From an optimization exercise on the open Yosys and OpenROAD flow, aimed at small area and a short achievable clock period; shortcuts taken in it are not production practice.
Only simulation tests tie the RTL to the original design; equivalence was not proved.
No activity file was given, so power comes from the tool's default toggle rates.

==> flow/design.v <==
module bs4_encode (
    input  wire          clk,
    input  wire          rst,
    input  wire          in_valid,
    input  wire [1:0]    mode,
    input  wire [1023:0] x,
    input  wire [511:0]  rnd,
    output reg           out_valid,
    output reg  [7:0]    scale,
    output reg  [127:0]  codes
);
    reg  [895:0]  x_r;        
    reg  [511:0]  rnd_r;
    reg  [1:0]    mode_r;
    reg           valid_r;
    wire [1023:0] xq;         
    genvar i, b;
    generate
        for (i = 0; i < 32; i = i + 1) begin : g_in
            always @(posedge clk)
                x_r[28*i +: 28] <= {x[32*i+5 +: 27], |x[32*i +: 5]};
            assign xq[32*i +: 32] = {x_r[28*i+1 +: 27], 4'd0, x_r[28*i]};
        end
    endgenerate
    always @(posedge clk) begin
        if (rst)
            valid_r <= 1'b0;
        else
            valid_r <= in_valid;
        rnd_r  <= rnd;
        mode_r <= mode;
    end
    wire [31:0] nf_l;
    wire [31:0] gt_l;
    wire [3:0]  eh [0:31];
    wire [3:0]  el [0:31];
    generate
        for (i = 0; i < 32; i = i + 1) begin : g_key
            assign nf_l[i] = &xq[32*i+23 +: 8];
            assign gt_l[i] = xq[32*i+22] & (|xq[32*i +: 22]);
            assign eh[i]   = xq[32*i+27 +: 4];
            assign el[i]   = xq[32*i+23 +: 4];
        end
    endgenerate
    reg  [15:1] th_h;
    generate
        for (b = 1; b < 16; b = b + 1) begin : g_th
            wire [31:0] c;
            for (i = 0; i < 32; i = i + 1) begin : g_e
                assign c[i] = (x[32*i+27 +: 4] >= b);
            end
            always @(posedge clk)
                th_h[b] <= |c;
        end
    endgenerate
    wire [3:0] k_h = {th_h[8],
                      th_h[12] | (th_h[4] & ~th_h[8]),
                      th_h[14] | (th_h[10] & ~th_h[12]) | (th_h[6] & ~th_h[8]) | (th_h[2] & ~th_h[4]),
                      th_h[15] | (th_h[13] & ~th_h[14]) | (th_h[11] & ~th_h[12]) | (th_h[9] & ~th_h[10]) |
                      (th_h[7] & ~th_h[8]) | (th_h[5] & ~th_h[6]) | (th_h[3] & ~th_h[4]) | (th_h[1] & ~th_h[2])};
    wire [31:0] sel_h;
    generate
        for (i = 0; i < 32; i = i + 1) begin : g_selh
            assign sel_h[i] = (eh[i] == k_h);
        end
    endgenerate
    wire [15:1] th_l;
    generate
        for (b = 1; b < 16; b = b + 1) begin : g_tl
            wire [31:0] c;
            for (i = 0; i < 32; i = i + 1) begin : g_e
                assign c[i] = sel_h[i] & (el[i] >= b);
            end
            assign th_l[b] = |c;
        end
    endgenerate
    wire [3:0] k_l = {th_l[8],
                      th_l[12] | (th_l[4] & ~th_l[8]),
                      th_l[14] | (th_l[10] & ~th_l[12]) | (th_l[6] & ~th_l[8]) | (th_l[2] & ~th_l[4]),
                      th_l[15] | (th_l[13] & ~th_l[14]) | (th_l[11] & ~th_l[12]) | (th_l[9] & ~th_l[10]) |
                      (th_l[7] & ~th_l[8]) | (th_l[5] & ~th_l[6]) | (th_l[3] & ~th_l[4]) | (th_l[1] & ~th_l[2])};
    wire [31:0] g_c;
    generate
        for (i = 0; i < 32; i = i + 1) begin : g_g
            assign g_c[i] = sel_h[i] & (el[i] == k_l) & gt_l[i];
        end
    endgenerate
    wire [8:0] kmax = {k_h, k_l, |g_c};
    wire any_nf = |nf_l;
    wire [7:0] e_m  = kmax[8:1];
    wire       e_lo = ~|e_m[7:1];                       
    wire [7:0] ep   = e_lo ? 8'd2 : e_m;
    wire       gp   = kmax[0] & ~e_lo;
    wire [7:0] kc   = ep + {7'd0, gp};
    wire [7:0] s_fin = kc - 8'd2;
    wire [7:0] epp    = ep + 8'd1;
    wire [2:0] epp_hm1 = epp[7:5] - 3'd1;
    wire [127:0] code_c;
    wire [1:0]   mode_e = any_nf ? 2'd1 : mode_r;    
    wire         m_sr   = (mode_e == 2'd2);
    wire         m_ne   = (mode_e[1] == mode_e[0]);  
    generate
        for (i = 0; i < 32; i = i + 1) begin : g_elm
            e2m1_round u_el (
                .x    (xq[32*i +: 32]),
                .epp  (epp),
                .epp_hm1 (epp_hm1),
                .gp   (gp),
                .nf   (any_nf),
                .r    (rnd_r[16*i +: 16]),
                .m_sr (m_sr),
                .m_ne (m_ne),
                .code (code_c[4*i +: 4])
            );
        end
    endgenerate
    always @(posedge clk) begin
        if (rst)
            out_valid <= 1'b0;
        else
            out_valid <= valid_r;
        scale <= any_nf ? 8'hFF : s_fin;
        codes <= code_c;
    end
endmodule
module e2m1_round (
    input  wire [31:0] x,
    input  wire [7:0]  epp,
    input  wire [2:0]  epp_hm1,
    input  wire        gp,
    input  wire        nf,
    input  wire [15:0] r,
    input  wire        m_sr,
    input  wire        m_ne,
    output wire [3:0]  code
);
    wire        sx = x[31];
    wire [7:0]  ex = x[30:23];
    wire        h  = |ex;
    wire [23:0] w  = {h, x[22:0]};
    wire [7:0]  ee = {ex[7:1], ex[0] | ~h};       
    wire [5:0]  s5   = {1'b0, epp[4:0]} + {1'b0, ~ee[4:0]} + {5'd0, gp};
    wire        near = s5[5] ? (ee[7:5] == epp[7:5]) : (ee[7:5] == epp_hm1);
    wire [5:0]  lo   = {1'b0, s5[4:0]};
    wire [4:0]  dl   = lo[4:0];
    wire        d0 = near & (dl == 5'd0);
    wire        d1 = near & (dl == 5'd1);
    wire        d2 = near & (dl == 5'd2);
    wire        d3 = near & (dl == 5'd3);
    wire        d4 = near & (dl == 5'd4);
    wire        big = ~near | (dl > 5'd19);
    wire        ov = h & (dl[4:1] == 4'd0);
    wire [4:0]  sa = {dl[4:2], dl[1] | ov, dl[0] & ~ov};
    wire [19:0] win = big ? 20'd0 : (w[23:4] >> sa);
    wire [15:0] frac = win[15:0];
    wire [15:0] cg = frac & r;
    wire [15:0] cp = frac | r;
    wire [3:0]  gg, gq;
    genvar q;
    generate
        for (q = 0; q < 4; q = q + 1) begin : g_grp
            assign gg[q] = cg[4*q+3] | (cp[4*q+3] & cg[4*q+2]) |
                           (cp[4*q+3] & cp[4*q+2] & cg[4*q+1]) |
                           (cp[4*q+3] & cp[4*q+2] & cp[4*q+1] & cg[4*q]);
            assign gq[q] = &cp[4*q +: 4];
        end
    endgenerate
    wire sr_up = gg[3] | (gq[3] & gg[2]) | (gq[3] & gq[2] & gg[1]) |
                 (gq[3] & gq[2] & gq[1] & gg[0]);
    wire o19 = |w[19:0];
    wire o20 = o19 | w[20];
    wire o21 = o20 | w[21];
    wire o22 = o21 | w[22];
    wire rne_up = h ? ( ((d0 | d1 | d2) & w[21] & (o20 | w[22])) |
                        (d3 & w[22]) |
                        (d4 & o22) )
                    : ( (d1 & w[20] & (o19 | w[21])) |
                        (d2 & w[21] & (o20 | w[22])) |
                        (d3 & w[22] & o21) );
    wire up = (m_sr & sr_up) | (m_ne & rne_up);
    wire [2:0] base = nf ? 3'd0 :
                      h ? ( d0 ? {2'b11, w[22]} :
                            d1 ? {2'b10, w[22]} :
                            d2 ? {2'b01, w[22]} :
                            d3 ? 3'd1 : 3'd0 )
                        : ( d1 ? {1'b0, w[22], w[21]} :
                            d2 ? {2'b00, w[22]} : 3'd0 );
    wire [2:0] base1 = base + 3'd1;
    wire [2:0] mag = up ? base1 : base;
    assign code = {sx & ~nf, mag};
endmodule
==> flow/flow/run.sh <==
#!/bin/bash
# Own layout flow:
#  1. the standard synthesis (standard.sh synth), unchanged;
#  2. the combinational logic of that netlist re-mapped by Yosys/ABC with
#     flow/remap.abc (the flip-flops are kept as they are, by name and cell);
#  3. the standard ORFS layout from that netlist, with the port buffers
#     made of the plain buf_1 cell.
# Each tool writes its full output to a log file in this folder.
set -euo pipefail
# repair_timing aims for this much setup slack (a period of about 11.2 ns)
MARGIN=38.8
R=orfs/results/${FLOW_PLATFORM}/bs4_encode/base
LIB=${FLOW_HOME}/platforms/${FLOW_PLATFORM}/lib/sky130_fd_sc_hd__tt_025C_1v80.lib

bash standard.sh synth > flow_synth.log 2>&1

python3 flow/gencells.py "$LIB" cells_model.v > flow_gencells.log 2>&1
DU=$(grep -A40 "DONT_USE_CELLS" ${FLOW_HOME}/platforms/${FLOW_PLATFORM}/config.mk | grep -o "sky130_fd_sc_hd__[a-z0-9_]*" | sed 's/^/-dont_use /' | tr '\n' ' ')
cp $R/1_2_yosys.v synth_standard.v
cat > remap.ys <<EOS
read_verilog cells_model.v
read_verilog synth_standard.v
hierarchy -top ${FLOW_TOP}
flatten
opt_clean -purge
techmap
opt -fast
abc -liberty $LIB $DU -script flow/remap.abc
opt_clean -purge
hilomap -singleton -hicell sky130_fd_sc_hd__conb_1 HI -locell sky130_fd_sc_hd__conb_1 LO
splitnets
opt_clean -purge
insbuf -buf sky130_fd_sc_hd__buf_4 A X
check
stat -liberty $LIB
write_verilog -noattr -nohex -nodec synth_remapped.v
EOS
yosys -s remap.ys > flow_remap.log 2>&1
cp synth_remapped.v $R/1_2_yosys.v
rm -f $R/1_synth.odb $R/1_synth.sdc

bash standard.sh 'BUFFER_PORTS_ARGS=-buffer_cell sky130_fd_sc_hd__buf_1' 'PLACE_PINS_ARGS=-min_distance 1 -min_distance_in_tracks' "SETUP_SLACK_MARGIN=${MARGIN}" finish > flow_layout.log 2>&1
==> flow/flow/gencells.py <==
# Generate Verilog models of the sky130hd cells from the liberty: combinational
# cells as assigns, sequential cells as blackboxes.
import re, sys
lib = open(sys.argv[1]).read()
out = []
for m in re.finditer(r'\n\s*cell \("([^"]+)"\)\s*\{', lib):
    name = m.group(1)
    # find cell body by brace matching
    i = m.end(); depth = 1
    while depth:
        c = lib[i]
        if c == '{': depth += 1
        elif c == '}': depth -= 1
        i += 1
    body = lib[m.end():i]
    pins = []
    for pm in re.finditer(r'\n\s*pin \("([^"]+)"\)\s*\{', body):
        j = pm.end(); d = 1
        while d:
            c = body[j]
            if c == '{': d += 1
            elif c == '}': d -= 1
            j += 1
        pb = body[pm.end():j]
        dirm = re.search(r'direction\s*:\s*"?(\w+)', pb)
        fm = re.search(r'\n\s*function\s*:\s*"([^"]*)"', pb)
        pins.append((pm.group(1), dirm.group(1) if dirm else None, fm.group(1) if fm else None))
    seq = re.search(r'\n\s*(ff|latch|statetable)\s*\(', body) is not None
    ins = [p for p in pins if p[1] == 'input']
    outs = [p for p in pins if p[1] == 'output']
    if not outs:
        continue
    ports = ', '.join([f'input {p[0]}' for p in ins] + [f'output {p[0]}' for p in outs])
    if seq or any(p[2] is None for p in outs):
        out.append(f'(* blackbox *)\nmodule {name}({ports});\nendmodule\n')
        continue
    lines = [f'module {name}({ports});']
    for p in outs:
        f = p[2].replace('!', '~').replace('+', '|').replace('*', '&')
        f = re.sub(r"(\w+)'", r'~\1', f)
        lines.append(f'  assign {p[0]} = {f};')
    lines.append('endmodule\n')
    out.append('\n'.join(lines))
open(sys.argv[2], 'w').write('\n'.join(out))
==> flow/flow/remap.abc <==
strash
&get -n
&st
&dch
&nf -D 8000 -R 1000
&put
topo
buffer -c
upsize -c -D 8000
dnsize -c -D 8000
==> flow/standard.sh <==
#!/bin/bash
# synth_recipe.tcl (not shown) runs the flow's synth.tcl, then flattens the netlist and writes it again
# the make line also repeats each setting of config.mk as NAME=value (left out here)
make -C /OpenROAD-flow-scripts/flow DESIGN_CONFIG=/design/flow/config.mk WORK_HOME=/design/flow/orfs CLKGATE_MAP_FILE= SYNTH_SCRIPT=/design/flow/synth_recipe.tcl "${@:-finish}"
==> flow/config.mk <==
export PLATFORM = sky130hd
export DESIGN_NAME = bs4_encode
export DESIGN_NICKNAME = bs4_encode
export VERILOG_FILES = /design/flow/design.v
export SDC_FILE = /design/flow/constraint.sdc
export NUM_CORES = 8
export LEC_CHECK = 0
export ABC_AREA = 1
export CAP_MARGIN = 30
export CORE_AREA = 2 2 498 498
export CTS_BUF_LIST = sky130_fd_sc_hd__clkbuf_8 sky130_fd_sc_hd__clkbuf_16
export CTS_CLUSTER_DIAMETER = 80
export CTS_CLUSTER_SIZE = 22
export DIE_AREA = 0 0 500 500
export PLACE_DENSITY = 0.6
export SLEW_MARGIN = 20
==> flow/constraint.sdc <==
create_clock -name core_clock -period 50.0 [get_ports {clk}]
set_input_delay 10.0000 -clock core_clock [delete_from_list [all_inputs] [get_ports {clk}]]
set_output_delay 10.0000 -clock core_clock [all_outputs]
set_load 0.01 [all_outputs]
==> flow_summary.ini, run 1 <==
[run_status]
outcome = no timing/DRC/antenna violations

[pwr]
leakage_nw = 41.0
p_per_area_nw_per_um2 = 85.7
ir_worst_vdd_v = 0.0000444
total_power_mw = 9.31

[setup_path]
cp-end-kind = register
cp.arrival_ns = 12.15
cp_slowest_cell = nor3b_1
cp.required_ns = 50.78
cp_top_family = simple AND/OR/NAND/NOR gates
crit_chain = buf_1, nand2_1, nor3b_1, nor4_1, nand4_1, or3_4
crit_buf_inv = 1
crit_fanout = 7
worstSetupPathType = in2reg
startpoint_type = input port
slowest_delay_ns = 0.63

[floorplanning]
start_util_pct = 36.3
std_cell_rows = 182
die_w_um = 500
core_um2 = 245000
pin_count = 1678
dieArea_um2 = 250000
die_h_um = 500

[placement]
place_congestion = 1.07
place_inst = 15700
dp_hpwl_mm = 396
place_ws_ns = 36.10
place_area_um2 = 99600
port_buffers = 1677

[finish]
fin_nets = 14300
fill_cells = 24900
finish.utilization_pct = 44.3
syn_to_final_growth_pct = 22.0
fin_cells = 16200
drive_gt1_share_pct = 11.3
final_area_um2 = 109000

[global_routing]
grt_usage_pct = 37.7
grt_start_max_net_pins = 62
first_global_vias = 93100
antenna_found_initial = 139
grt_pass1_wl_mm = 687
gr-total-overflow = 0

[route]
vias = 101000
first_iter_violations = 12500
wl_mm = 502
ant_nets = 0
drc = 0
first_pass_iters = 7
avgViaCountPerCell = 6.24
wire_per_inst_um = 31.1

[cts]
clkTransAtPathRegs_ns = 0.09
cts_root_buf = clkbuf_16
clkSinkCount = 1563
ctsHoldBuffers = 0
insertion_delay_ns = 0.85
cts-buffers-inserted = 109
cts_buffer_depth = 3
h-tree-depth = 3
cts_tree = done

[timing]
relSlewSlack_pct = 20.4
finClkSkew_ns = 0.0429
period_minus_slack_ns = 11.37
tightest_slew_ns = 1.19
setup_viol = 0
report.final.slew_viol_count = 0
rsz0062_at_grt = true
finalCritPeriodShare_pct = 22.7
clock.fmax_mhz = 87.9
finalHoldWorstSlack_ns = 0.431
setup_tns_ns = 0
fin_ws_ns = 38.63
hold_viol_final = 0

[yosys]
avgSynthCellArea_um2 = 8.13
synthCells = 10900
syn-num-nets = 12500
ys_warn_count = 1
syn_area_um2 = 89000

[run]
max_cap_viol_count = 0

[min_path]
hold_class = reg2reg
## power breakdown
part | switching [mW] | leakage, nW | total, mW | internal, mW
registers | 0.0910 | 13.2 | 1.41 | 1.32
logic | 4.39 | 25.9 | 6.92 | 2.52
clock network | 0.529 | 1.82 | 0.975 | 0.446
total | 5.01 | 41.0 | 9.31 | 4.29
## registers in the layout, indices dropped and copies added (netlist names)
signal	count
codes	128
mode_r	2
out_valid	1
rnd_r	512
scale	8
th_h	15
valid_r	1
x_r	896
## final timing paths
check        startpoint        end  slack, ns  cells after the start
max              x[124]    th_h[7]      38.63                      6
min             x_r[55]   codes[7]       0.43                      1
max reg2reg     th_h[8]  codes[94]      38.83                     46
min reg2reg     x_r[55]   codes[7]       0.43                      1
## per-layer routing
metal	up-vias	GRT usage (%)	wire length, µm	part of all wire, %
li1	44500	-	-	-
met1	47800	47.9	198000	39
met2	6770	56.4	211000	42
met3	1597	10.1	54200	11
met4	84	23.7	37900	7.6
met5	-	0	551	0.11
## cell usage in the layout (no fill, tap or decap), drive strengths merged, types with 24 or more instances in the layout
| master | n |
|---|---|
| inv | 212 |
| o31ai | 93 |
| nand3 | 350 |
| dfxtp | 1563 |
| a211oi | 79 |
| nor3b | 52 |
| diode | 99 |
| o22ai | 264 |
| nand4 | 160 |
| nor2b | 65 |
| nand2 | 968 |
| a21oi | 795 |
| o21a | 42 |
| or2 | 39 |
| o2111ai | 47 |
| a31oi | 172 |
| a21o | 48 |
| or3 | 91 |
| a221oi | 84 |
| nor2 | 1316 |
| o21ai | 752 |
| clkbuf | 132 |
| xnor2 | 364 |
| or4 | 51 |
| nor4 | 275 |
| and3 | 86 |
| buf | 2062 |
| maj3 | 52 |
| mux2i | 899 |
| nand2b | 100 |
| o211ai | 85 |
| mux2 | 62 |
| a22o | 24 |
| and2 | 137 |
| nor3 | 364 |
| xor2 | 313 |
| clkinv | 27 |
| o221ai | 177 |
| a22oi | 139 |
## worst reg2reg max path, delay by kind of cell, from the launching register on
| family | cells | cell delay [ns] |
|---|---|---|
| AOI/OAI and AO/OA | 15 | 3.14 |
| and+or+nand+nor | 16 | 5.19 |
| xor gates and xnor gates | 3 | 0.35 |
| buffers and inverters | 11 | 1.80 |
| DFF | 1 | 0.38 |
| muxes | 1 | 0.20 |
## timing repair
action | CTS | global route
gates resized for setup | 621 | 310
pin swaps | 18 | 59
cloned | 10 | 10
endpoints found under the setup margin | 239 | 239
setup buffers | 41 | 101
## layout make-up
cell class                 count  area [µm²]  area share [%]
multi-input combinational   8831       57600            53.1
clock inverter                67         948           0.873
timing repair buffer        2089       10800            9.95
inverter                     176         683           0.629
antenna                       99         248           0.228
sequential                  1563       31500            29.0
tap                         3220        4030            3.71
clock buffer                 111        2770            2.55
==> run 2: changes to the inputs <==
--- a/flow/design.v
+++ b/flow/design.v
@@ -142,3 +142,3 @@
     wire [5:0]  s5   = {1'b0, epp[4:0]} + {1'b0, ~ee[4:0]} + {5'd0, gp};
-    wire        near = s5[5] ? (ee[7:5] == epp[7:5]) : (ee[7:5] == epp_hm1);
+    wire        near = ~nf & (s5[5] ? (ee[7:5] == epp[7:5]) : (ee[7:5] == epp_hm1));
     wire [5:0]  lo   = {1'b0, s5[4:0]};
@@ -180,4 +180,3 @@
     wire up = (m_sr & sr_up) | (m_ne & rne_up);
-    wire [2:0] base = nf ? 3'd0 :
-                      h ? ( d0 ? {2'b11, w[22]} :
+    wire [2:0] base = h ? ( d0 ? {2'b11, w[22]} :
                             d1 ? {2'b10, w[22]} :
--- a/flow/config.mk
+++ b/flow/config.mk
@@ -10,3 +10,2 @@
 export CORE_AREA = 2 2 498 498
-export CTS_BUF_LIST = sky130_fd_sc_hd__clkbuf_8 sky130_fd_sc_hd__clkbuf_16
 export CTS_CLUSTER_DIAMETER = 80
==> flow_summary.ini, run 2 <==
[timing]
period_minus_slack_ns = 11.50
finalHoldWorstSlack_ns = 0.429
relSlewSlack_pct = 12.8
report.final.slew_viol_count = 0
tightest_slew_ns = 1.30
finalCritPeriodShare_pct = 23.0
setup_tns_ns = 0
setup_viol = 0
finClkSkew_ns = 0.0416
fin_ws_ns = 38.50
hold_viol_final = 0
rsz0062_at_grt = true
clock.fmax_mhz = 86.9

[pwr]
total_power_mw = 10.8
ir_worst_vdd_v = 0.0000486
leakage_nw = 43.6
p_clk_share_pct = 8.4
net-switching-power_mw = 5.69
netSwitchingFraction_pct = 52.8
power_frac_comb_pct = 78.3
p_per_area_nw_per_um2 = 92.4
internal-power_mw = 5.09
p_seq_share_pct = 13.2

[floorplanning]
die_w_um = 500
pin_count = 1678
dieArea_um2 = 250000
std_cell_rows = 182
die_h_um = 500
core_um2 = 245000
start_util_pct = 36.3

[placement]
port_buffers = 1677
place_ws_ns = 36.31
place_inst = 16000
place_congestion = 1.08
place_area_um2 = 100000
dp_hpwl_mm = 403

[finish]
largest_registers = x_r: 896 flops, rnd_r: 512 flops, codes: 128 flops
regMostFlops = x_r
drive_gt1_share_pct = 18.8
layout_commonest_cell = buf_1
final_cell_mix = buf_1, dfxtp_1, nor2_1, nand2_1, buf_4
register_area_um2 = 31500
final_area_um2 = 117000
syn_to_final_growth_pct = 31.1
fin_cells = 16800
largest_reg_flops = 896
multi_input_area_um2 = 61700
fill_cells = 24200
fin_nets = 15000
finish.utilization_pct = 47.5

[setup_path]
r2r-end = codes[70]
cp_slowest_cell = clkdlybuf4s15_2
cp-end-kind = register
cp.required_ns = 50.57
slowest_delay_ns = 0.43
r2r_slack_ns = 38.53
crit_buf_inv = 2
worstSetupPathType = in2reg
cp_top_family = simple AND/OR/NAND/NOR gates
crit_fanout = 9
ff2ff_path_depth = 55
cp.arrival_ns = 12.07
startpoint = x[382]
startpoint_type = input port
crit_chain = clkdlybuf4s15_2, nor4_4, nand4_1, nor4_2, nand4_1, buf_4, nor4_4, nand4_1
critPathMostFrequentCell = nand4_1
rr_startpoint = x_r[610]

[yosys]
avgSynthCellArea_um2 = 8.00
syn-num-nets = 12700
ys_warn_count = 1
syn_area_um2 = 88900
synthCells = 11100

[run_status]
outcome = no timing/DRC/antenna violations

[global_routing]
grt_start_max_net_pins = 66
grt_pass1_wl_mm = 707
gr-total-overflow = 0
antenna_found_initial = 119
grt_usage_pct = 38.8
first_global_vias = 95700

[cts]
cts_tree = done
clkTransAtPathRegs_ns = 0.09
insertion_delay_ns = 0.84
clkSinkCount = 1563
cts_root_buf = clkbuf_16
cts-buffers-inserted = 101
h-tree-depth = 3
cts_buffer_depth = 3

[route]
first_iter_violations = 13400
avgViaCountPerCell = 6.26
wire_per_inst_um = 31.2
ant_nets = 0
first_pass_iters = 17
wl_mm = 525
drc = 0
vias = 105000

[min_path]
holdPathStages = 1
hold_class = reg2reg
min_to = codes[95]
hp-start = x_r[671]

[run]
max_cap_viol_count = 0
-- run 2: layout make-up --
| class | count | area share, % |
|---|---|---|
| clock buffer | 107 | 2.22 |
| timing repair buffer | 2561 | 13.1 |
| clock inverter | 53 | 0.649 |
| sequential | 1563 | 27.0 |
| antenna | 92 | 0.197 |
| multi-input combinational | 9077 | 52.9 |
| inverter | 127 | 0.417 |
| tap | 3220 | 3.46 |
-- run 2: routing by layer --
layer / track usage [%] / up-vias / share of wire (%) / routed length (µm)
li1: - / 46000 / - / -
met1: 48.6 / 50100 / 39 / 204000
met2: 58.2 / 7165 / 43 / 223000
met3: 11.3 / 1852 / 11 / 57700
met4: 24.6 / 68 / 7.6 / 39900
met5: 0.212 / - / 0.081 / 427
-- run 2: what timing repair did --
action                                  CTS  global route
gates cloned                             23            35
buffers inserted                        187           342
gates resized for setup                 906           979
hold buffers                              0             0
endpoints found under the setup margin  242           238
pin swaps                               135           371
-- run 2: worst max path at each step --
stage / to / depth (start not counted) / slack [ns]
2_1_floorplan: th_h[2] / 6 / 38.49
3_3_place_gp: codes[22] / 54 / 36.04
3_5_place_dp: codes[6] / 49 / 36.31
4_1_cts: th_h[3] / 10 / 38.61
5_1_grt: codes[70] / 61 / 38.35
6_report: th_h[3] / 8 / 38.50
-- run 2: worst reg2reg max path, delay by kind of cell, from the launching register on --
family	cells	cell delay, ns
XOR/XNOR	3	0.37
adder cells (fa/ha/maj)	2	0.57
AND/OR/NAND/NOR	19	4.53
AO/OA/AOI/OAI	19	3.51
flip-flops	1	0.30
multiplexers	2	0.44
buffers and inverters	10	1.63
-- run 2: power by group through the flow --
| stage | Clock (mW) | Combinational, mW | Sequential [mW] |
|---|---|---|---|
| after detailed placement | 0 | 6.51 | 1.44 |
| after CTS | 0.920 | 7.06 | 1.41 |
| after floorplan | 0 | 4.91 | 1.40 |
| after global placement | 0 | 6.58 | 1.44 |
| final | 0.910 | 8.44 | 1.42 |
| after global routing | 0.964 | 9.01 | 1.43 |
==> run 3: changes to the inputs <==
--- a/flow/design.v
+++ b/flow/design.v
@@ -186,4 +186,3 @@
                             d2 ? {2'b00, w[22]} : 3'd0 );
-    wire [2:0] base1 = base + 3'd1;
-    wire [2:0] mag = up ? base1 : base;
+    wire [2:0] mag = base ^ {up & base[1] & base[0], up & base[0], up};
     assign code = {sx & ~nf, mag};
==> flow_summary.ini, run 3 <==
[route]
vias = 102000
avgViaCountPerCell = 6.21
first_iter_violations = 12200
drc = 0
wl_mm = 495
first_pass_iters = 10
ant_nets = 0
wire_per_inst_um = 30.2

[setup_path]
startpoint_type = register
cp-end-kind = output port
crit_chain = buf_6
rr_startpoint = th_h[8]
crit_buf_inv = 1
r2r_slack_ns = 38.65
cp_top_family = flip-flops
r2r-end = codes[98]
startpoint = codes[28]
cp.arrival_ns = 1.38
crit_fanout = 1
cp-endpoint = codes[28]
slowest_delay_ns = 0.41
ff2ff_path_depth = 58
cp_slowest_cell = dfxtp_4
path_depth = 1
worstSetupPathType = reg2out
cp.required_ns = 40.00

[floorplanning]
die_h_um = 500
dieArea_um2 = 250000
die_w_um = 500
core_um2 = 245000
pin_count = 1678
start_util_pct = 36.1
std_cell_rows = 182

[timing]
setup_tns_ns = 0
clock.fmax_mhz = 87.8
hold_viol_final = 0
finClkSkew_ns = 0.0523
rsz0062_at_grt = true
relSlewSlack_pct = 27.1
setup_viol = 0
tightest_slew_ns = 1.08
period_minus_slack_ns = 11.38
finalCritPeriodShare_pct = 22.8
report.final.slew_viol_count = 0

[yosys]
avgSynthCellArea_um2 = 8.11
syn-num-nets = 12500
syn_area_um2 = 88600
ys_warn_count = 1
synthCells = 10900

[placement]
port_buffers = 1677
place_inst = 15700
dp_hpwl_mm = 385
place_congestion = 1.06

[cts]
clkTransAtPathRegs_ns = 0.09
cts_buffer_depth = 3
cts_root_buf = clkbuf_16
ctsHoldBuffers = 0
clkSinkCount = 1563
insertion_delay_ns = 0.86
h-tree-depth = 3
cts_tree = done
cts-buffers-inserted = 105

[global_routing]
grt_pass1_wl_mm = 676
grt_start_max_net_pins = 75
antenna_found_initial = 183
first_global_vias = 93400
grt_usage_pct = 36.8
gr-total-overflow = 0

[pwr]
ir_worst_vdd_v = 0.0000468
p_per_area_nw_per_um2 = 92.2
leakage_nw = 42.1

[finish]
fin_cells = 16400
fin_nets = 14500
drive_gt1_share_pct = 15.4
largest_registers = x_r: 896 flops, rnd_r: 512 flops, codes: 128 flops
final_cell_mix = buf_1, dfxtp_1, nor2_1, nand2_1, a21oi_1
regMostFlops = x_r
syn_to_final_growth_pct = 26.9
layout_commonest_cell = buf_1
largest_reg_flops = 896
fill_cells = 24600

[min_path]
hp-start = x_r[755]
hold_class = reg2reg

[run_status]
outcome = no timing/DRC/antenna violations

[run]
max_cap_viol_count = 0
run 3: cell count changes in the layout (fill, tap and decap cells not counted), moves of 28 or more:
cell / delta
buf_6: -31
nor2_1: -144
a21oi_4: -46
o21ai_0: +70
mux2i_1: +188
a31oi_1: +28
nand3_1: -65
a21oi_1: +63
o211ai_1: -39
nand2_1: -105
buf_4: -194
diode_2: +36
mux2i_2: -49
mux2i_4: -42
run 3: worst min-delay path by stage:
| stage | slack [ns] | to | depth (start not counted) |
|---|---|---|---|
| after CTS | 0.43 | codes[107] | 1 |
| after global placement | 0.41 | codes[63] | 1 |
| after detailed placement | 0.41 | codes[75] | 1 |
| after global routing | 0.43 | codes[79] | 1 |
| after floorplan | 0.41 | codes[103] | 1 |
| final | 0.42 | codes[107] | 1 |
run 3: layout make-up:
| type | instances | area, µm² | area share (%) |
|---|---|---|---|
| clock buffers | 111 | 2670 | 2.38 |
| repair buffers | 2305 | 12900 | 11.5 |
| clock inverters | 56 | 877 | 0.780 |
| inverters | 125 | 475 | 0.423 |
| well taps | 3220 | 4030 | 3.58 |
| multi-input cells | 8869 | 59600 | 53.0 |
| diodes | 128 | 320 | 0.285 |
| flip-flops and latches | 1563 | 31500 | 28.1 |
run 3: report_power, final:
group	switching, mW	internal, mW	leakage (nW)
Sequential	0.0996	1.32	13.2
Clock	0.511	0.423	1.70
Combinational	4.98	3.03	27.2
run 3: repair_timing:
action / in CTS / in global routing
pin swaps: 64 / 224
cloned: 15 / 25
setup buffers: 114 / 256
endpoints found under the setup margin: 240 / 240
gates resized for setup: 814 / 630
run 3: routing by layer:
metal	up-vias	GRT usage, %	part of all wire, %
met1	48100	45.6	38
met3	1750	11.5	11
li1	45000	-	-
met4	118	24.9	8.1
met2	6829	54.6	42
met5	-	0	0.16
run 3: per-stage QoR:
stage / setup WS [ns] / total power, mW / util, % / instance area, µm² / hold WS (ns)
floorplan: 38.79 / 6.53 / - / 88600 / 0.407
global placement: 35.35 / 8.24 / 40.3 / 98800 / 0.408
detailed placement: 35.59 / 8.17 / 40.4 / 99000 / 0.413
CTS: 38.57 / 9.45 / 43.5 / 107000 / 0.426
global route: 38.42 / 11.0 / 45.8 / 112000 / 0.430
finish: 38.62 / 10.4 / 45.8 / 112000 / 0.425
==> run 4: changes to the inputs <==
--- a/flow/design.v
+++ b/flow/design.v
@@ -142,3 +142,3 @@
     wire [5:0]  s5   = {1'b0, epp[4:0]} + {1'b0, ~ee[4:0]} + {5'd0, gp};
-    wire        near = ~nf & (s5[5] ? (ee[7:5] == epp[7:5]) : (ee[7:5] == epp_hm1));
+    wire        near = s5[5] ? (ee[7:5] == epp[7:5]) : (ee[7:5] == epp_hm1);
     wire [5:0]  lo   = {1'b0, s5[4:0]};
@@ -180,3 +180,4 @@
     wire up = (m_sr & sr_up) | (m_ne & rne_up);
-    wire [2:0] base = h ? ( d0 ? {2'b11, w[22]} :
+    wire [2:0] base = nf ? 3'd0 :
+                      h ? ( d0 ? {2'b11, w[22]} :
                             d1 ? {2'b10, w[22]} :
@@ -186,3 +187,4 @@
                             d2 ? {2'b00, w[22]} : 3'd0 );
-    wire [2:0] mag = base ^ {up & base[1] & base[0], up & base[0], up};
+    wire [2:0] base1 = base + 3'd1;
+    wire [2:0] mag = up ? base1 : base;
     assign code = {sx & ~nf, mag};
--- a/flow/flow/run.sh
+++ b/flow/flow/run.sh
@@ -41,2 +41,2 @@
 
-bash standard.sh 'BUFFER_PORTS_ARGS=-buffer_cell sky130_fd_sc_hd__buf_1' 'PLACE_PINS_ARGS=-min_distance 1 -min_distance_in_tracks' "SETUP_SLACK_MARGIN=${MARGIN}" finish > flow_layout.log 2>&1
+bash standard.sh 'BUFFER_PORTS_ARGS=-buffer_cell sky130_fd_sc_hd__buf_1' 'PLACE_PINS_ARGS=-min_distance 1 -min_distance_in_tracks' "SETUP_SLACK_MARGIN=${MARGIN}" "POST_GLOBAL_PLACE_TCL=$PWD/flow/upsize_inbufs.tcl" finish > flow_layout.log 2>&1
==> flow/flow/upsize_inbufs.tcl (new file) <==
# After global placement: the port buffers of the exponent's high bits
# (x[32*i+27 +: 4]) also drive the first-stage maximum logic, not just their
# input register, so make them buf_4 instead of buf_1.
set n 0
for {set i 0} {$i < 32} {incr i} {
  foreach k {27 28 29 30} {
    set pname "x\[[expr {32 * $i + $k}]\]"
    set net [get_nets $pname]
    foreach pin [get_pins -of_objects $net] {
      set inst [get_cells -of_objects $pin]
      if {[get_property $inst ref_name] eq "sky130_fd_sc_hd__buf_1"} {
        replace_cell $inst sky130_fd_sc_hd__buf_4
        incr n
      }
    }
  }
}
puts "upsize_inbufs: $n port buffers made buf_4"
==> flow_summary.ini, run 4 <==
[cts]
clkSinkCount = 1563
clkTransAtPathRegs_ns = 0.08
h-tree-depth = 3
cts-buffers-inserted = 109
ctsHoldBuffers = 0
cts_tree = done
cts_buffer_depth = 3
insertion_delay_ns = 0.83
cts_root_buf = clkbuf_16

[finish]
drive_gt1_share_pct = 12.3
fin_nets = 14300
layout_commonest_cell = dfxtp_1
largest_registers = x_r: 896 flops, rnd_r: 512 flops, codes: 128 flops
largest_reg_flops = 896
regMostFlops = x_r
syn_to_final_growth_pct = 22.9
final_cell_mix = dfxtp_1, buf_1, nor2_1, nand2_1, mux2i_1
fin_cells = 16200
fill_cells = 24800
finish.utilization_pct = 44.6

[route]
first_pass_iters = 8
met2WireLength_mm = 213
wl_met1_mm = 200
wire_per_inst_um = 31.3
wl_met3_mm = 54.8
ant_nets = 0
wl_mm = 506
vias = 101000
first_iter_violations = 12500
drc = 0
avgViaCountPerCell = 6.25
highest_layer = met5

[setup_path]
worstSetupPathType = in2reg
crit_fanout = 7
cp.arrival_ns = 11.95
cp-end-kind = register
startpoint_type = input port
cp.required_ns = 50.62

[timing]
finalCritPeriodShare_pct = 22.7
report.final.slew_viol_count = 0
setup_viol = 0
hold_viol_final = 0
clock.fmax_mhz = 88.2
period_minus_slack_ns = 11.33
setup_tns_ns = 0
rsz0062_at_grt = true
finClkSkew_ns = 0.0568
tightest_slew_ns = 1.18
relSlewSlack_pct = 20.9

[pwr]
leakage_nw = 41.6
total_power_mw = 9.38
ir_worst_vdd_v = 0.0000412
p_per_area_nw_per_um2 = 85.7

[floorplanning]
die_w_um = 500
dieArea_um2 = 250000
std_cell_rows = 182
core_um2 = 245000
die_h_um = 500
pin_count = 1678
start_util_pct = 36.3

[global_routing]
grt_pass1_wl_mm = 686
grt_start_max_net_pins = 62
grt_usage_pct = 37.7
antenna_found_initial = 140
first_global_vias = 92700
gr-total-overflow = 0

[yosys]
synthCells = 10900
syn-num-nets = 12500
avgSynthCellArea_um2 = 8.13
syn_area_um2 = 89000
ys_warn_count = 1

[min_path]
hold_class = reg2reg

[placement]
dp_hpwl_mm = 396
port_buffers = 1677
place_inst = 15700

[run]
max_cap_viol_count = 0

[run_status]
outcome = no timing/DRC/antenna violations
-- run 4: cell types whose count changed in the layout (fill, tap and decap cells not counted), sizes merged, moves of 35 or more --
cell / previous run / this run
mux2i: 732 / 899
o22ai: 329 / 264
o21ai: 838 / 752
nand4: 195 / 160
nor3: 326 / 364
inv: 149 / 210
nand3: 287 / 350
buf: 2264 / 2104
diode: 128 / 85
nand2: 1100 / 970
o221ai: 142 / 177
xor2: 378 / 313
-- run 4: repair_timing --
action / in CTS / in global routing
setup buffers: 30 / 138
pin swaps: 18 / 89
resized for setup: 579 / 307
endpoints found under the setup margin: 238 / 238
gates cloned: 10 / 21
-- run 4: final timing paths --
kind	depth (start not counted)	to	slack [ns]	start
setup / recovery	8	th_h[11]	38.67	x[60]
hold reg to reg	1	codes[27]	0.43	x_r[195]
setup reg to reg	50	codes[62]	38.91	th_h[8]
hold / removal	1	codes[27]	0.43	x_r[195]
-- run 4: per-stage QoR --
stage                     setup slack, ns  area [µm²]  hold slack [ns]
after CTS                           38.62      106000            0.433
after floorplan                     38.45       89000            0.407
after global routing                38.56      109000            0.451
final                               38.67      109000            0.433
after detailed placement            36.09      100000            0.413
after global placement              36.11       99500            0.408
-- run 4: area by class of cell --
type / count / area [µm²] / share of cell area (%)
Clock buffer: 115 / 2830 / 2.59
Sequential cell: 1563 / 31500 / 28.8
Clock inverter: 58 / 882 / 0.806
Timing Repair Buffer: 2118 / 11500 / 10.5
Multi-Input combinational cell: 8837 / 57800 / 52.8
Antenna cell: 85 / 213 / 0.194
Inverter: 176 / 681 / 0.622
Tap cell: 3220 / 4030 / 3.68
-- run 4: critical path, cell delays in order --
cell      delay [ns]
buf_4           0.11
buf_4           0.20
nand2_2         0.24
o22ai_1         0.28
nor3_2          0.26
o311ai_0        0.19
nor3_1          0.37
nand4b_1        0.29
-- run 4: power by group --
part | internal (mW) | switching, mW
clock network | 0.458 | 0.524
logic | 2.55 | 4.43
registers | 1.32 | 0.0911
-- run 4: metal layers --
metal  up-vias  global-route usage, %
met5         -                      0
met4        90                   23.7
met3      1686                   10.6
met2      6619                   56.3
met1     48100                   47.6
li1      44500                      -
==> run 5: changes to the inputs <==
--- a/flow/design.v
+++ b/flow/design.v
@@ -66,23 +66,23 @@
     endgenerate
-    wire [15:1] th_l;
+    wire [31:0] alive [0:2];
+    wire [3:0]  k_l;
+    assign alive[2] = sel_h;
     generate
-        for (b = 1; b < 16; b = b + 1) begin : g_tl
-            wire [31:0] c;
+        for (b = 1; b >= 0; b = b - 1) begin : g_dig
+            wire [31:0] t1, t2, t3;
             for (i = 0; i < 32; i = i + 1) begin : g_e
-                assign c[i] = sel_h[i] & (el[i] >= b);
+                wire [1:0] d = el[i][2*b +: 2];
+                assign t1[i] = alive[b+1][i] & (d != 2'd0);
+                assign t2[i] = alive[b+1][i] & d[1];
+                assign t3[i] = alive[b+1][i] & (d == 2'd3);
             end
-            assign th_l[b] = |c;
+            wire m1 = |t1;
+            wire m2 = |t2;
+            wire m3 = |t3;
+            assign k_l[2*b+1] = m2;
+            assign k_l[2*b]   = m3 | (m1 & ~m2);
+            assign alive[b] = m3 ? t3 : m2 ? t2 : m1 ? t1 : alive[b+1];
         end
     endgenerate
-    wire [3:0] k_l = {th_l[8],
-                      th_l[12] | (th_l[4] & ~th_l[8]),
-                      th_l[14] | (th_l[10] & ~th_l[12]) | (th_l[6] & ~th_l[8]) | (th_l[2] & ~th_l[4]),
-                      th_l[15] | (th_l[13] & ~th_l[14]) | (th_l[11] & ~th_l[12]) | (th_l[9] & ~th_l[10]) |
-                      (th_l[7] & ~th_l[8]) | (th_l[5] & ~th_l[6]) | (th_l[3] & ~th_l[4]) | (th_l[1] & ~th_l[2])};
-    wire [31:0] g_c;
-    generate
-        for (i = 0; i < 32; i = i + 1) begin : g_g
-            assign g_c[i] = sel_h[i] & (el[i] == k_l) & gt_l[i];
-        end
-    endgenerate
+    wire [31:0] g_c = alive[0] & gt_l;
     wire [8:0] kmax = {k_h, k_l, |g_c};
--- a/flow/flow/run.sh
+++ b/flow/flow/run.sh
@@ -9,4 +9,4 @@
 set -euo pipefail
-# repair_timing aims for this much setup slack (a period of about 11.2 ns)
-MARGIN=38.8
+# repair_timing aims for this much setup slack (a period of about 11.5 ns)
+MARGIN=38.5
 R=orfs/results/${FLOW_PLATFORM}/bs4_encode/base
@@ -41,2 +41,2 @@
 
-bash standard.sh 'BUFFER_PORTS_ARGS=-buffer_cell sky130_fd_sc_hd__buf_1' 'PLACE_PINS_ARGS=-min_distance 1 -min_distance_in_tracks' "SETUP_SLACK_MARGIN=${MARGIN}" "POST_GLOBAL_PLACE_TCL=$PWD/flow/upsize_inbufs.tcl" finish > flow_layout.log 2>&1
+bash standard.sh 'BUFFER_PORTS_ARGS=-buffer_cell sky130_fd_sc_hd__buf_1' "SETUP_SLACK_MARGIN=${MARGIN}" finish > flow_layout.log 2>&1
--- a/flow/config.mk
+++ b/flow/config.mk
@@ -8,7 +8,7 @@
 export ABC_AREA = 1
-export CAP_MARGIN = 30
-export CORE_AREA = 2 2 498 498
+export CAP_MARGIN = 20
+export CORE_AREA = 2 2 578 578
 export CTS_CLUSTER_DIAMETER = 80
 export CTS_CLUSTER_SIZE = 22
-export DIE_AREA = 0 0 500 500
+export DIE_AREA = 0 0 580 580
 export PLACE_DENSITY = 0.6
removed: flow/flow/upsize_inbufs.tcl
==> flow_summary.ini, run 5 <==
[run_status]
outcome = no timing/DRC/antenna violations

[min_path]
holdPathStages = 1
hp-start = x_r[867]
min_to = codes[123]
hold_class = reg2reg

[floorplanning]
start_util_pct = 26.1
die_w_um = 580
die_h_um = 580
core_um2 = 330000
std_cell_rows = 211
dieArea_um2 = 336000
pin_count = 1678

[global_routing]
grt_pass1_wl_mm = 729
grt_usage_pct = 30.6
antenna_found_initial = 332
grt_start_max_net_pins = 51
first_global_vias = 89400
gr-total-overflow = 0

[route]
vias = 97900
first_pass_iters = 10
ant_nets = 0
highest_layer = met5
drc = 0
avgViaCountPerCell = 5.69
wl_met1_mm = 217
wire_per_inst_um = 32.1
met2WireLength_mm = 240
wl_mm = 553
wl_met3_mm = 55.4
first_iter_violations = 11900

[setup_path]
crit_fanout = 8
worstSetupPathType = reg2reg
cp.arrival_ns = 12.62
slowest_delay_ns = 0.54
cp-end-kind = register
rr_startpoint = th_h[10]
ff2ff_path_depth = 61
cp.required_ns = 50.77
startpoint_type = register
r2r-end = codes[98]
r2r_slack_ns = 38.16
cp_slowest_cell = or4_4

[finish]
largest_reg_flops = 896
final_area_um2 = 117000
largest_registers = x_r: 896 flops, rnd_r: 512 flops, codes: 128 flops
fin_nets = 14100
regMostFlops = x_r
multi_input_area_um2 = 59700
finish.utilization_pct = 35.6
drive_gt1_share_pct = 20.0
final_cell_mix = buf_1, dfxtp_1, nor2_1, nand2_1, buf_4
layout_commonest_cell = buf_1
register_area_um2 = 31300
fill_cells = 34300
syn_to_final_growth_pct = 36.1

[placement]
place_ws_ns = 34.20
place_congestion = 1.05
dp_hpwl_mm = 437
port_buffers = 1677
place_area_um2 = 98600

[cts]
clkSinkCount = 1563
h-tree-depth = 4
cts-buffers-inserted = 135
cts_root_buf = clkbuf_16
cts_tree = done
cts_buffer_depth = 4
insertion_delay_ns = 0.92
clkTransAtPathRegs_ns = 0.09

[run]
max_cap_viol_count = 0

[yosys]
avgSynthCellArea_um2 = 8.53
syn-num-nets = 11700
syn_area_um2 = 86300
ys_warn_count = 1
synthCells = 10100

[pwr]
ir_worst_vdd_v = 0.0000449
leakage_nw = 43.7
total_power_mw = 12.3
p_per_area_nw_per_um2 = 105

[timing]
relSlewSlack_pct = 12.5
setup_viol = 0
setup_tns_ns = 0
tightest_slew_ns = 1.31
finalCritPeriodShare_pct = 23.7
fin_ws_ns = 38.16
report.final.slew_viol_count = 0
finClkSkew_ns = 0.0781
clock.fmax_mhz = 84.4
rsz0062_at_grt = true
hold_viol_final = 0
period_minus_slack_ns = 11.84
## run 5: how the worst max path moves through the flow
stage	startpoint	to	cells past startpoint
finish	th_h[10]	codes[98]	61
global route	th_h[10]	codes[30]	70
floorplan	x[926]	th_h[3]	6
detailed placement	th_h[12]	codes[1]	60
CTS	th_h[8]	codes[98]	64
global placement	th_h[12]	codes[2]	55
## run 5: worst max-delay path: cells and delay by family, from the launching register on
kind | cells | cell delay, ns
buffers and inverters | 10 | 1.46
XOR/XNOR | 3 | 0.40
AND/OR/NAND/NOR | 17 | 3.10
adder cells (fa/ha/maj) | 3 | 0.99
multiplexers | 3 | 0.62
AO/OA/AOI/OAI | 25 | 4.79
flip-flops | 1 | 0.33
## run 5: what timing repair did
action,CTS,global route
buffers inserted,276,378
hold buffers,0,0
gates cloned,29,21
setup endpoints to repair,146,99
pin swaps,146,384
resized for setup,628,896
## run 5: where the power goes
group          internal (mW)  switching (mW)  leakage (nW)
combinational           4.02            5.66          28.2
clock                  0.593           0.590          2.31
sequential              1.32          0.0947          13.1
total                   5.93            6.35          43.7
## run 5: layer usage
metal / vias to the layer above / global-route usage, %
met4: 124 / 19.5
met5: - / 0
li1: 43100 / -
met3: 1692 / 8.63
met2: 6235 / 47.0
met1: 46800 / 37.7
## run 5: metrics by stage
step	cells	hold WS, ns
3_5_place_dp	16100	0.434
4_1_cts	16600	0.448
6_report	17200	0.441
3_3_place_gp	16100	0.416
2_1_floorplan	10100	0.414
5_1_grt	17100	0.464
## run 5: layout make-up
class / count / area share, %
Antenna cell: 197 / 0.420
Clock buffer: 145 / 3.04
Clock inverter: 81 / 1.02
Inverter: 109 / 0.389
Multi-Input combinational cell: 8110 / 50.8
Sequential cell: 1563 / 26.7
Tap cell: 4366 / 4.65
Timing Repair Buffer: 2641 / 13.0

==> static timing again, ports no longer ideal <==
Ports are ideal in the flow. The routed layouts listed here were re-timed in OpenROAD.
Step 1 assumes that a clkbuf_16 drives the clock port and a buf_2 every other input.
Step 2 times the ports against the registers' clock, not the clock port: input delays grow and output delays shrink by t, the midpoint of the rising clock arrivals with the driver on.
a / b / c = ideal ports / drivers / drivers and shift; a / b = the first two.
run	t (ns)	setup WS [ns]	slew at the worst register clock pin (ns)	pins driven straight from the clock port
run 1	0.934	38.629 / 38.550 / 37.753	0.09 / 0.09	1
run 2	0.924	38.499 / 38.534 / 37.614	0.09 / 0.09	1
run 3	0.936	38.616 / 38.512 / 37.738	0.09 / 0.09	1
run 4	0.903	38.666 / 38.576 / 37.830	0.10 / 0.10	1
run 5	0.977	38.155 / 38.155 / 37.458	0.09 / 0.09	1
After both steps setup and hold are still met in every run listed. For run 2, which loses most, drivers alone change the setup slack by +0.035 ns; drivers and shift together by -0.885 ns.
